Source: an optimization exercise on an open RTL-to-GDS flow (aim: small area, a short achievable clock period and few clock cycles). Production flows keep margins and buffers that such runs may drop. No functional check of the RTL was part of any run shown here. No activity file was given, so power comes from the tool's default toggle rates.

`flow/design.v`:
```
module turf_dec (
    input  wire       clk,
    input  wire       rst,         
    input  wire       start,       
    input  wire [6:0] width_m1,    
    input  wire       in_valid,
    input  wire [7:0] in_data,
    output wire       in_ready,
    output reg        out_valid,
    output reg  [7:0] out_data,
    output reg        out_last,    
    input  wire       out_ready,
    output wire       err
);
    localparam QN = 2;             
    localparam QW = 1;             
    localparam [1:0] G_LIT = 2'd0,   
                     G_LT2 = 2'd1,   
                     G_ABV = 2'd2,   
                     G_DLT = 2'd3;   
    localparam [2:0] P_IDLE = 3'd0,
                     P_HDR  = 3'd1,    
                     P_RAW  = 3'd2,    
                     P_TOK  = 3'd3,    
                     P_EXT  = 3'd4,    
                     P_LIT  = 3'd5,    
                     P_REPV = 3'd6,    
                     P_DLT  = 3'd7;    
    reg  [6:0] wm;                 
    reg        bv, skv;
    reg  [7:0] bd, sk;
    reg        p_pop;
    reg        irdy;               
    assign in_ready = irdy;
    wire   take     = in_valid && irdy;
    wire   skv_n    = !(rst || start) && !(!bv || p_pop) && (skv || take);
    always @(posedge clk) begin
        skv  <= skv_n;
        irdy <= !skv_n;
        if (rst || start) begin
            bv <= 1'b0;
        end else begin
            if (!bv || p_pop) begin
                bv <= skv || take;
                bd <= skv ? sk : in_data;
            end else if (take)
                sk <= in_data;
        end
    end
    reg  [2:0] ps;
    reg        perr;
    reg  [1:0] hcnt;
    reg  [8:0] brem;               
    reg        big;                
    reg  [7:0] xq;                 
    reg  [6:0] tokl;               
    reg  [1:0] ttyp;
    reg  [6:0] tq;                 
    reg        dodd;               
    reg        rdone;              
    reg        q_full;
    reg        push;
    reg  [1:0] push_t;
    reg  [6:0] push_c;
    reg  [2:0] ps_n;
    reg        perr_n;
    assign err = perr;
    wire body_end = !big && brem == 9'd0;
    wire body_one = !big && brem == 9'd1;    
    wire ext      = bd[5:1] == 5'b11111;      
    wire is_tok   = (ps == P_TOK);
    wire [7:0] lq    = is_tok ? {2'd0, bd[5:0]} : bd;       
    wire [6:0] mq    = is_tok ? {1'b0, bd[5:0]} : bd[6:0] + 7'd62;
    wire       m_ok  = !xq[7] && lq <= xq;
    wire       m_end = lq == xq;
    wire [7:0] xq_n  = xq + ~lq;
    wire       tend  = rdone ? body_one : 1'b0;
    wire p_nopush = (ps == P_HDR && hcnt != 2'd3) ||
                    (is_tok && (bd[7:6] != 2'd2 || ext)) ||
                    (ps == P_EXT && ttyp != 2'd2);
    wire p_run    = !perr && ps != P_IDLE;
    reg  tmerge;                   
    wire p_lit    = (ps == P_RAW || ps == P_LIT);
    always @(*) begin
        p_pop  = bv && p_run && (!q_full || p_nopush || (p_lit && tmerge));
        push   = 1'b0;
        push_t = G_LIT;
        push_c = 7'd0;
        ps_n   = ps;
        perr_n = 1'b0;
        case (ps)
            P_HDR: if (p_pop && hcnt == 2'd3) begin
                if (bd[7:2] != 6'd0 || bd[1:0] == 2'b11)
                    perr_n = 1'b1;
                if (bd[1:0] == 2'b01) begin
                    ps_n = P_RAW;
                    if (big || brem != {2'b0, wm} + 9'd1)
                        perr_n = 1'b1;
                end else if (bd[1:0] == 2'b10) begin
                    push   = 1'b1;
                    push_t = G_ABV;
                    push_c = wm;
                    if (!body_end)
                        perr_n = 1'b1;
                end else
                    ps_n = P_TOK;
            end
            P_RAW: if (p_pop) begin
                push = 1'b1;
                if (xq == 8'd0) ps_n = P_HDR;
            end
            P_TOK, P_EXT: begin
                if (body_end)
                    perr_n = 1'b1;
                if (p_pop) begin
                    if (is_tok && (tokl == 7'd0 || bd[5:0] == 6'd63))
                        perr_n = 1'b1;
                    if (is_tok && ext)
                        ps_n = P_EXT;
                    else begin
                        if (!m_ok)
                            perr_n = 1'b1;
                        case (is_tok ? bd[7:6] : ttyp)
                            2'd0: ps_n = P_LIT;
                            2'd1: ps_n = P_REPV;
                            2'd3: ps_n = P_DLT;
                            default: begin
                                push   = 1'b1;
                                push_t = G_ABV;
                                push_c = mq;
                                if (m_end) begin
                                    ps_n = P_HDR;
                                    if (!body_one) perr_n = 1'b1;
                                end else
                                    ps_n = P_TOK;
                            end
                        endcase
                    end
                end
            end
            P_LIT, P_REPV, P_DLT: begin
                if (body_end)
                    perr_n = 1'b1;
                if (p_pop) begin
                    push = 1'b1;
                    if (ps == P_REPV)
                        push_c = tq;
                    else if (ps == P_DLT) begin
                        push_t = G_DLT;
                        push_c = (tq == 7'd0 && dodd) ? 7'd0 : 7'd1;
                        if (tq == 7'd0 && dodd && bd[7:4] != 4'd0)
                            perr_n = 1'b1;
                    end
                    if (ps == P_REPV || tq == 7'd0) begin
                        if (rdone) begin
                            ps_n = P_HDR;
                            if (!body_one) perr_n = 1'b1;
                        end else
                            ps_n = P_TOK;
                    end
                end
            end
            default: ;
        endcase
    end
    always @(posedge clk) begin
        if (rst) begin
            ps   <= P_IDLE;
            perr <= 1'b0;
        end else if (start) begin
            ps   <= P_HDR;
            perr <= 1'b0;
            hcnt <= 2'd0;
            wm   <= width_m1;
        end else begin
            perr <= perr || perr_n;
            ps <= ps_n;
            if (p_pop) begin
                if (ps != P_HDR)
                    brem <= brem - 9'd1;
                case (ps)
                    P_HDR: begin
                        hcnt <= hcnt + 2'd1;
                        case (hcnt)
                            2'd0: begin brem[7:0] <= bd; big <= 1'b0; end
                            2'd1: begin brem[8] <= bd[0]; big <= bd[7:1] != 7'd0; end
                            2'd2: if (bd != 8'd0) big <= 1'b1;
                            default: begin
                                xq   <= {1'b0, wm};
                                tokl <= {1'b0, wm[6:1]} + 7'd17;
                            end
                        endcase
                    end
                    P_RAW: xq <= xq - 8'd1;
                    P_TOK: begin
                        tokl <= tokl - 7'd1;
                        ttyp <= bd[7:6];
                        if (ext)
                            xq <= xq - 8'd62;
                        else
                            xq <= xq_n;
                    end
                    P_EXT: xq <= xq_n;
                    P_LIT, P_DLT: tq <= tq - 7'd1;
                    default: ;
                endcase
                if ((is_tok && !ext) || ps == P_EXT) begin
                    tq    <= ((is_tok ? bd[7:6] : ttyp) == 2'd3) ? {1'b0, mq[6:1]} : mq;
                    dodd  <= !mq[0];
                    rdone <= m_end;
                end
            end
        end
    end
    reg  [1:0] qt [0:QN-1];
    reg  [7:0] qc [0:QN-1];
    reg  [7:0] qv [0:QN-1];
    reg  [QW-1:0] qwp, qrp;
    reg  [QW:0]   qn;
    reg        cv;                 
    reg  [1:0] ct;
    reg  [7:0] cc;                 
    reg  [7:0] cval;
    reg        okv;                
    reg  [7:0] okd;
    reg        okl;
    wire       emit    = cv && !okv;
    wire       cfree   = !cv || (emit && cc == 8'd0 && ct != G_LT2);
    wire       q_empty = (qn == 0);
    wire       q_pop   = cfree && !q_empty;
    wire       merge   = push && p_lit && tmerge;    
    wire       q_push  = push && !merge && !(cfree && q_empty);
    always @(posedge clk) begin
        if (rst || start) begin
            cv     <= 1'b0;
            qn     <= 0;
            qwp    <= 0;
            qrp    <= 0;
            q_full <= 1'b0;
            tmerge <= 1'b0;
        end else begin
            if (q_push) begin
                qt[qwp] <= push_t;
                qc[qwp] <= {1'b0, push_c};
                qv[qwp] <= bd;
                qwp     <= (qwp == QN - 1) ? 0 : qwp + 1;
            end
            if (merge) begin
                qt[qwp - 1'd1] <= G_LT2;
                qc[qwp - 1'd1] <= bd;
            end
            tmerge <= (q_push && p_lit && !q_pop && qn == QN - 1) ||
                      (tmerge && !merge && !q_pop && !q_push);
            if (q_pop)
                qrp <= (qrp == QN - 1) ? 0 : qrp + 1;
            if (q_push && !q_pop) begin
                qn     <= qn + 1;
                q_full <= (qn == QN - 1);
            end else if (q_pop && !q_push) begin
                qn     <= qn - 1;
                q_full <= 1'b0;
            end
            if (cfree) begin
                cv <= !q_empty || push;
                if (!q_empty) begin
                    ct   <= qt[qrp];
                    cc   <= qc[qrp];
                    cval <= qv[qrp];
                end else begin
                    ct   <= push_t;
                    cc   <= {1'b0, push_c};
                    cval <= bd;
                end
            end else if (emit) begin
                if (ct == G_LT2) begin
                    ct   <= G_LIT;
                    cc   <= 8'd0;
                    cval <= cc;
                end else begin
                    cc <= cc - 8'd1;
                    if (ct == G_DLT)
                        cval <= {4'd0, cval[7:4]};
                end
            end
        end
    end
    reg        frow;               
    reg        rs;                 
    reg  [6:0] ex;                 
    reg  [7:0] dl1;                
    wire [7:0] prev    = rs ? 8'd0 : dl1;
    wire [7:0] tap [0:7];
    wire [7:0] above   = frow ? 8'd0 : tap[7];
    wire [7:0] dpix    = prev + {{4{cval[3]}}, cval[3:0]};
    wire [7:0] pix     = (ct == G_ABV) ? above :
                         (ct == G_DLT) ? dpix : cval;
    wire       last    = (ex == wm);
    wire [6:0] dsel = wm;
    assign tap[0] = dl1;
    genvar gi;
    generate
        for (gi = 0; gi < 7; gi = gi + 1) begin : g_seg
            localparam integer L = 1 << (6 - gi);             
            reg [8*L-1:0] sr;
            if (L == 1) begin : g_one
                always @(posedge clk)
                    if (emit) sr <= tap[gi];
            end else begin : g_many
                always @(posedge clk)
                    if (emit) sr <= {sr[8*L-9:0], tap[gi]};
            end
            assign tap[gi + 1] = dsel[6 - gi] ? sr[8*L-1 -: 8] : tap[gi];
        end
    endgenerate
    always @(posedge clk) begin
        if (emit) begin
            dl1 <= pix;
        end
    end
    always @(posedge clk) begin
        if (rst || start) begin
            frow <= 1'b1;
            rs   <= 1'b1;
            ex   <= 7'd0;
        end else if (emit) begin
            rs <= last;
            if (last) begin
                ex   <= 7'd0;
                frow <= 1'b0;
            end else
                ex <= ex + 7'd1;
        end
    end
    reg  [7:0] ohd;
    reg        ohl;
    wire       ostall = out_valid && !out_ready;
    wire [7:0] onew   = okv ? okd : pix;
    wire       olnew  = okv ? okl : last;
    always @(posedge clk) begin
        out_valid <= !(rst || start) && (ostall || okv || emit);
        out_data  <= ostall ? ohd : onew;
        out_last  <= ostall ? ohl : olnew;
        ohd       <= ostall ? out_data : onew;
        ohl       <= ostall ? out_last : olnew;
        if (rst || start || !ostall)
            okv <= 1'b0;
        else if (emit) begin
            okv <= 1'b1;
            okd <= pix;
            okl <= last;
        end
    end
endmodule
```
`flow/flow/run.sh`:
```
#!/bin/bash
# Standard layout, with timing repair aimed at a larger setup slack than
# config.mk's settings allow and the pixel output ports kept on one edge.
# Each tool's full output goes to its own log.
set -euo pipefail
K=("SETUP_SLACK_MARGIN=5.3" "IO_CONSTRAINTS=$PWD/flow/io.tcl")
bash standard.sh "${K[@]}" synth > make_synth.log 2>&1
bash standard.sh "${K[@]}" finish > make_finish.log 2>&1
```
`flow/flow/io.tcl`:
```
# Keep the pixel output port and its handshake together on the bottom edge.
set_io_pin_constraint -pin_names {out_valid out_ready out_last out_data[0] out_data[1] out_data[2] out_data[3] out_data[4] out_data[5] out_data[6] out_data[7]} -region bottom:*
```
`flow/standard.sh`:
```
#!/bin/bash
# synth_recipe.tcl (not shown) runs the flow's synth.tcl, then flattens the netlist and writes it again
# the make line also repeats each setting of config.mk as NAME=value (left out here)
make -C /OpenROAD-flow-scripts/flow DESIGN_CONFIG=/design/flow/config.mk WORK_HOME=/design/flow/orfs CLKGATE_MAP_FILE= SYNTH_SCRIPT=/design/flow/synth_recipe.tcl "${@:-finish}"
```
`flow/config.mk`:
```
export PLATFORM = sky130hd
export DESIGN_NAME = turf_dec
export DESIGN_NICKNAME = turf_dec
export VERILOG_FILES = /design/flow/design.v
export SDC_FILE = /design/flow/constraint.sdc
export NUM_CORES = 4
export LEC_CHECK = 0
export ABC_AREA = 1
export CAP_MARGIN = 20
export CORE_MARGIN = 2
export CORE_UTILIZATION = 60
export CTS_BUF_LIST = sky130_fd_sc_hd__clkbuf_16
export CTS_CLUSTER_DIAMETER = 100
export CTS_CLUSTER_SIZE = 30
export PLACE_DENSITY = 0.8
export SLEW_MARGIN = 20
```
`flow/constraint.sdc`:
```
create_clock -name core_clock -period 8.0 [get_ports {clk}]
set_input_delay 1.6000 -clock core_clock [delete_from_list [all_inputs] [get_ports {clk}]]
set_output_delay 1.6000 -clock core_clock [all_outputs]
set_load 0.01 [all_outputs]
```
==> metrics.cfg, run 1 <==
[final_layout]
antenna_cells = 0
drive_gt1_share_pct = 9.996
final_area_mm2 = 0.04527
nNetsFinal = 2617
fill_cells = 4503
layout.cells.non_filler = 3512
syn_to_final_growth_pct = 9.103

[setup_path]
cp_num_buf_inv = 1
path_cells = buf_6
endpoint_kind = primary output
cp_data_required_time_ns = 6.40
crit_slowest_cell = dfxtp_4
crit_path_start_kind = flip-flop
slowest_delay_ns = 0.38
critPathKind = reg -> out
crit_family = flip-flops
worstPathMaxFanout = 2
worst_ep_arrival_time_ns = 1.12

[pwr]
switching_share_pct = 21.10
vdd_ir_drop_max_uv = 191.0
power_switching_w = 0.002182
p_per_area_mw_per_mm2 = 228.5
leakage_nw = 15.38
clockPowerShare_pct = 28.0
pwr-share-comb_pct = 5.2
seqPwrFrac_pct = 66.8
p_int_w = 0.008160

[timing]
fmax_mhz = 367.7
fin_tns_setup_ns = 0
rsz0062_at_grt = yes
skew_ns = 0.02691
timing.hold.ws_ns = 0.4060
setup_viol = 0
setup_ws_ns = 5.280
post-route-min-period_ns = 2.720
slew_headroom_pct = 27.30
hold_viol = 0
period_share_pct = 34.00
tightestPinTransition_ns = 1.091
slew_violations = 0

[floorplan]
die_h_um = 267.0
io_pins = 32
initial_core_util_pct = 60.50
die_w_um = 267.0
die_area_mm2 = 0.07128
coreArea_mm2 = 0.06859
rows = 96

[global_route]
grt_max_degree = 215
grt_pass1_vias = 18853
grt_pass1_wl_um = 110300
grt_usage_pct = 20.67
gr-total-overflow = 0
antenna_found_initial = 1

[yosys]
synth_area_mm2 = 0.04149
synth_seq_cells = 1192
synth_top_area_share_pct = 83.08
syn_nets = 2494
yosysMostFrequentCell = edfxtp_1
synth-main-ff-cell = edfxtp_1
synth-edff-count = 1148
synth.area.top_cells = edfxtp_1 (83%), nand2_1 (3.5%), dfxtp_1 (2.1%)
seq_area_frac_synth_pct = 85.20
yosys-top-cells-count = edfxtp_1 (1,148), nand2_1 (383), inv_1 (194)
async_flop_share_pct = 0
syn_area_per_cell_um2 = 17.08
yosysWarnings = 1
yosys.area.top_type = edfxtp_1
ys_types = 55
syn_inst = 2430

[cts]
clock-root-buffer = clkbuf_16
clock-sinks = 1192
numCtsBuffers = 47
htreeDepth = 2
clk_path_buf_depth = 3
insertion_delay_ns = 0.64
clkSlewWorstSetupHoldPaths_ns = 0.11
cts_tree = done

[placement]
dpl.hpwl_um = 42600
place_congestion = 0.8851
placed_area_mm2 = 0.04297
pre_cts_ws_ns = 3.394
placed_cells = 3369
io_buffers = 31

[route]
dr.pass1.iters = 6
dr_total_vias = 19432
drt-total-wl_um = 73640
antenna_left = 0
drt_first_iter_violations = 1958
wire_per_inst_um = 20.97
drc = 0
via_per_inst = 5.533

[outcome]
status = no timing/DRC/antenna violations

[min_path]
min_path_type = reg -> reg

[flow_run]
maxCapViolCount = 0

==> timing repair <==
| action | CTS | global route |
|---|---|---|
| gates resized for setup | 126 | 31 |
| pin swaps | 6 | 9 |
| endpoints found under the hold margin | 0 | 0 |
| hold buffers | 0 | 0 |
| buffers inserted | 27 | 35 |
| cloned | 3 | 1 |
| endpoints found under the setup margin | 310 | 124 |
==> stage by stage <==
stage,utilization [%],total power (W)
2_1_floorplan,-,0.007381
3_3_place_gp,62.64,0.007498
3_5_place_dp,62.64,0.007506
4_1_cts,65.46,0.01039
5_1_grt,66.01,0.01068
6_report,66.01,0.01034
==> per-layer routing <==
layer	GRT usage [%]	routed length, um	vias up
li1	-	-	9021
met1	29.25	31440	9687
met2	34.45	36300	611
met3	2.390	3841	113
met4	6.013	2064	0
met5	0	0	-
==> flip-flops by register name (all words and copies together) (netlist names), 7 cells and up, named ones only <==
signal and count:
bd 8, brem 9, cc 8, cval 8, dl1 8, ex 7, g_seg.sr 1016, ohd 8
okd 8, out_data 8, qc 16, qv 16, sk 8, tokl 7, tq 7, wm 7
xq 8
==> cell families (layout without fill, tap and decap cells) <==
group / count (synthesis) / after routing / synth area share [%]
AOI/OAI and AO/OA: 201 / 202 / 2.907
xor gates and xnor gates: 40 / 40 / 0.8624
muxes: 7 / 7 / 0.1689
and+or+nand+nor: 709 / 709 / 7.321
DFF: 1192 / 1192 / 85.20
adders and majority gates: 44 / 44 / 1.363
buffers and inverters: 237 / 387 / 2.177
==> power groups by stage <==
stage	clock network (W)	registers (W)	logic, W
after floorplan	0	0.00705	0.000326
after global placement	0	0.00704	0.000454
after detailed placement	0	0.00705	0.000458
after CTS	0.00299	0.00691	0.000489
after global routing	0.00317	0.00691	0.000598
final	0.00290	0.00690	0.000540
==> area by class of cell <==
| class | instances | area (um^2) | share of cell area, % |
|---|---|---|---|
| Multi-Input combinational cell | 1002 | 5453 | 12.04 |
| Clock inverter | 29 | 217.7 | 0.4809 |
| Inverter | 202 | 805.8 | 1.780 |
| Timing Repair Buffer | 107 | 1040 | 2.297 |
| Clock buffer | 48 | 1201 | 2.653 |
| Timing Repair inverter | 1 | 7.507 | 0.01658 |
| Tap cell | 931 | 1165 | 2.573 |
| Sequential cell | 1192 | 35380 | 78.16 |
==> cell usage in the layout, fill, tap and decap left out, types with 4 or more instances in the layout <==
master           netlist  routed
nor4_1                 4       4
o22ai_1                6       6
clkbuf_16              0      48
xor2_1                27      27
nor3_1                17      15
nor2_2                 7       7
inv_2                  4      11
o221ai_1               8       8
buf_6                  0      16
xnor2_1               12      12
ha_1                  42      40
nor2_4                 2      12
nand3_1               96      96
a21boi_0               8       7
mux2i_1                7       7
o21ai_1                7       7
edfxtp_1            1148    1148
o21bai_1               6       6
o21ai_0               74      73
dfxtp_2                0      14
dfxtp_1               44      27
inv_1                194     203
a31oi_1                6       6
a21oi_1               46      43
clkdlybuf4s50_1        0      17
or2_2                 28      28
nand3b_1               4       4
nor2_1               142     132
nand2_4                4       4
nand2_1              383     378
nand2_2                0       4
o2111ai_1              4       4
clkinvlp_4             0       7
o211ai_1              13      13
buf_4                  0      64
nand4_1               16      16
==> path summary, 6_finish.rpt <==
| check | start | endpoint | slack (ns) | cells after the start |
|---|---|---|---|---|
| max | perr | err | 5.28 | 1 |
| min | g_seg[3].sr[31] | g_seg[3].sr[39] | 0.41 | 0 |
| max reg2reg | bd[1] | qc[0][3] | 5.39 | 13 |
| min reg2reg | g_seg[3].sr[31] | g_seg[3].sr[39] | 0.41 | 0 |
==> run 2, diff against run 1 <==
--- a/flow/config.mk
+++ b/flow/config.mk
@@ -9,8 +9,8 @@
 export CAP_MARGIN = 20
 export CORE_MARGIN = 2
-export CORE_UTILIZATION = 60
+export CORE_UTILIZATION = 55
 export CTS_BUF_LIST = sky130_fd_sc_hd__clkbuf_16
 export CTS_CLUSTER_DIAMETER = 100
 export CTS_CLUSTER_SIZE = 30
-export PLACE_DENSITY = 0.8
+export PLACE_DENSITY = 0.7
 export SLEW_MARGIN = 20
==> run 2 against run 1 <==
Effect of this change: cell area about the same; maximum frequency rose by 0.73%; critical path depth did not move; wire length decreased by 9.3%; synthesized cell count stayed put; clock skew is 0.0068 ns higher; sequential share of layout area barely moved; non-clock buffer count stayed put; worst setup slack improved by 0.020 ns; global-route usage shrank 3.6 points; core utilization down 5.3 points; register-to-register slack about the same; largest power group unchanged.
==> metrics.cfg, run 2 <==
[setup_path]
r2r-start = ps[0]
startpoint = out_data[0]
path_cells = buf_6
slowest_delay_ns = 0.35
cp_data_required_time_ns = 6.40
r2r-end = qc[0][1]
crit_family = flip-flops
cp_num_buf_inv = 1
crit_slowest_cell = dfxtp_2
crit_path_start_kind = flip-flop
worst_ep_arrival_time_ns = 1.10
endpoint = out_data[0]
reg2reg_slack_ns = 5.39
r2r_cells = 11
critical_path_depth = 1
endpoint_kind = primary output
worstPathMaxFanout = 2
critPathKind = reg -> out

[timing]
hold_viol = 0
slew_violations = 0
rsz0062_at_grt = yes
setup_viol = 0
fmax_mhz = 370.3
slew_headroom_pct = 30.16
post-route-min-period_ns = 2.700
tightestPinTransition_ns = 1.048
skew_ns = 0.03369
period_share_pct = 33.75

[placement]
io_buffers = 31
placed_cells = 3408
placed_area_mm2 = 0.04301
dpl.hpwl_um = 40230
place_congestion = 0.9131

[floorplan]
rows = 100
die_area_mm2 = 0.07766
die_h_um = 278.7
coreArea_mm2 = 0.07457
initial_core_util_pct = 55.64
die_w_um = 278.7
io_pins = 32

[yosys]
ys_types = 55
syn_inst = 2430
synth_top_area_share_pct = 83.08
seq_area_frac_synth_pct = 85.20
synth_area_mm2 = 0.04149
async_flop_share_pct = 0
syn_area_per_cell_um2 = 17.08
synth.area.top_cells = edfxtp_1 (83%), nand2_1 (3.5%), dfxtp_1 (2.1%)
yosys.area.top_type = edfxtp_1
yosys-top-cells-count = edfxtp_1 (1,148), nand2_1 (383), inv_1 (194)
syn_nets = 2494
synth-edff-count = 1148
yosysMostFrequentCell = edfxtp_1
synth-main-ff-cell = edfxtp_1
synth_seq_cells = 1192
yosysWarnings = 1

[flow_run]
maxCapViolCount = 0

[route]
drt-total-wl_um = 66830
antenna_left = 0
via_per_inst = 5.431
dr_total_vias = 19254
drt_first_iter_violations = 1918
dr.pass1.iters = 6
drc = 0
wire_per_inst_um = 18.85

[pwr]
vdd_ir_drop_max_uv = 162.1
leakage_nw = 15.32
p_per_area_mw_per_mm2 = 227.5

[global_route]
gr-total-overflow = 0
grt_usage_pct = 17.05
grt_pass1_wl_um = 103000
antenna_found_initial = 0
grt_max_degree = 220
grt_pass1_vias = 18429

[cts]
clock-sinks = 1192
htreeDepth = 2
insertion_delay_ns = 0.64
clkSlewWorstSetupHoldPaths_ns = 0.11
clk_path_buf_depth = 3
numCtsBuffers = 47
clock-root-buffer = clkbuf_16
cts_tree = done
hold_buffers = 0

[min_path]
min_path_type = reg -> reg

[final_layout]
final_util_pct = 60.68
drive_gt1_share_pct = 9.860
layout.cells.non_filler = 3545
nNetsFinal = 2618
final_common_cell = edfxtp_1
final_cell_mix = edfxtp_1 (1,148), nand2_1 (380), inv_1 (197)
final_area_mm2 = 0.04525
syn_to_final_growth_pct = 9.049
antenna_cells = 0
largest_reg_flops = 1016
reg.largest.list = g_seg.sr x1016, qc x16, qv x16
top_register = g_seg.sr

[outcome]
status = no timing/DRC/antenna violations

==> run 2: cell counts after synthesis <==
No cell type changed its count.
==> run 2: cell type report <==
| class | count | area, um^2 |
|---|---|---|
| clock buffers | 47 | 1176 |
| clock inverters | 24 | 222.7 |
| fillers | 5372 | 29320 |
| inverters | 202 | 804.5 |
| multi-input cells | 1003 | 5453 |
| flip-flops and latches | 1192 | 35380 |
| well taps | 969 | 1212 |
| repair buffers | 107 | 996.0 |
| repair inverters | 1 | 5.005 |
==> run 2: what timing repair did <==
action | in CTS | in global routing
pin swaps | 6 | 8
setup buffers | 34 | 28
gates cloned | 3 | 0
resized for setup | 131 | 26
setup endpoints to repair | 752 | 310
==> run 2: routing by layer <==
metal | vias up | global-route usage (%) | part of all wire [%]
li1 | 9019 | - | -
met1 | 9604 | 25.47 | 46
met2 | 494 | 25.94 | 46
met3 | 137 | 2.360 | 4.9
met4 | 0 | 6.534 | 3.6
met5 | - | 0 | 0
==> run 2: how the worst min path moves through the flow <==
stage	slack (ns)	cells past startpoint	from	endpoint
after global placement	0.40	0	g_seg[3].sr[3]	g_seg[3].sr[11]
after CTS	0.41	0	g_seg[1].sr[187]	g_seg[1].sr[195]
final	0.41	0	g_seg[3].sr[14]	g_seg[3].sr[22]
after floorplan	0.40	0	g_seg[0].sr[92]	g_seg[0].sr[100]
after detailed placement	0.40	0	g_seg[0].sr[100]	g_seg[0].sr[108]
after global routing	0.42	0	g_seg[1].sr[187]	g_seg[1].sr[195]
==> run 2: logic make-up after synthesis <==
family                     count (synthesis)  share of synthesized area, %
buffers and inverters                    237                         2.177
DFF                                     1192                         85.20
and+or+nand+nor                          709                         7.321
xor gates and xnor gates                  40                        0.8624
muxes                                      7                        0.1689
adders and majority gates                 44                         1.363
AOI/OAI and AO/OA                        201                         2.907
==> run 2: power by group <==
group          switching (W)  total, W  internal (W)  leakage, nW
Combinational       0.000361  0.000519      0.000158         3.89
Clock                0.00173   0.00287       0.00114        0.736
Sequential         0.0000490   0.00691       0.00686         10.7
==> run 2: metrics by stage <==
step / setup slack, ns / TNS [ns] / total power (W) / hold slack (ns)
3_5_place_dp: 3.292 / 0 / 0.007503 / 0.4045
6_report: 5.300 / 0 / 0.01030 / 0.4102
3_3_place_gp: 3.454 / 0 / 0.007494 / 0.4010
2_1_floorplan: -9.043 / -9031.15 / 0.007381 / 0.4003
5_1_grt: 5.244 / 0 / 0.01067 / 0.4170
4_1_cts: 5.261 / 0 / 0.01038 / 0.4074

afterwards: timing with drivers on the ports:
How much do the figures lean on ideal ports? The routed layouts below were timed once more, with nothing changed but the port constraints. Step 1 (the two cells are an assumption about what drives the block):
set clk [get_ports {clk}]
set_driving_cell -lib_cell sky130_fd_sc_hd__clkbuf_16 $clk
set_driving_cell -lib_cell sky130_fd_sc_hd__buf_2 [delete_from_list [all_inputs] $clk]
Step 2 adds t to the input delays and takes it off the output delays; t is the mean of the earliest and latest rising clock arrival at the registers after step 1. Input paths then give back, and output paths get back, about the clock's delay inside the block. a / b / c = ideal ports / drivers / drivers and shift; a / b = the first two.
run | t, ns | setup slack, ns | hold slack, ns | clock arrival spread, ns | pins driven straight from the clock port
run 1 | 0.688 | 5.280 / 5.214 / 4.763 | 0.406 / 0.406 / 0.406 | 0.043 / 0.042 | 1
run 2 | 0.686 | 5.300 / 5.236 / 4.665 | 0.410 / 0.410 / 0.410 | 0.040 / 0.040 | 1
After both steps setup and hold are still met in every run listed. The setup slack of run 2, which loses most, moves by -0.064 ns with the drivers and by -0.635 ns with both steps.
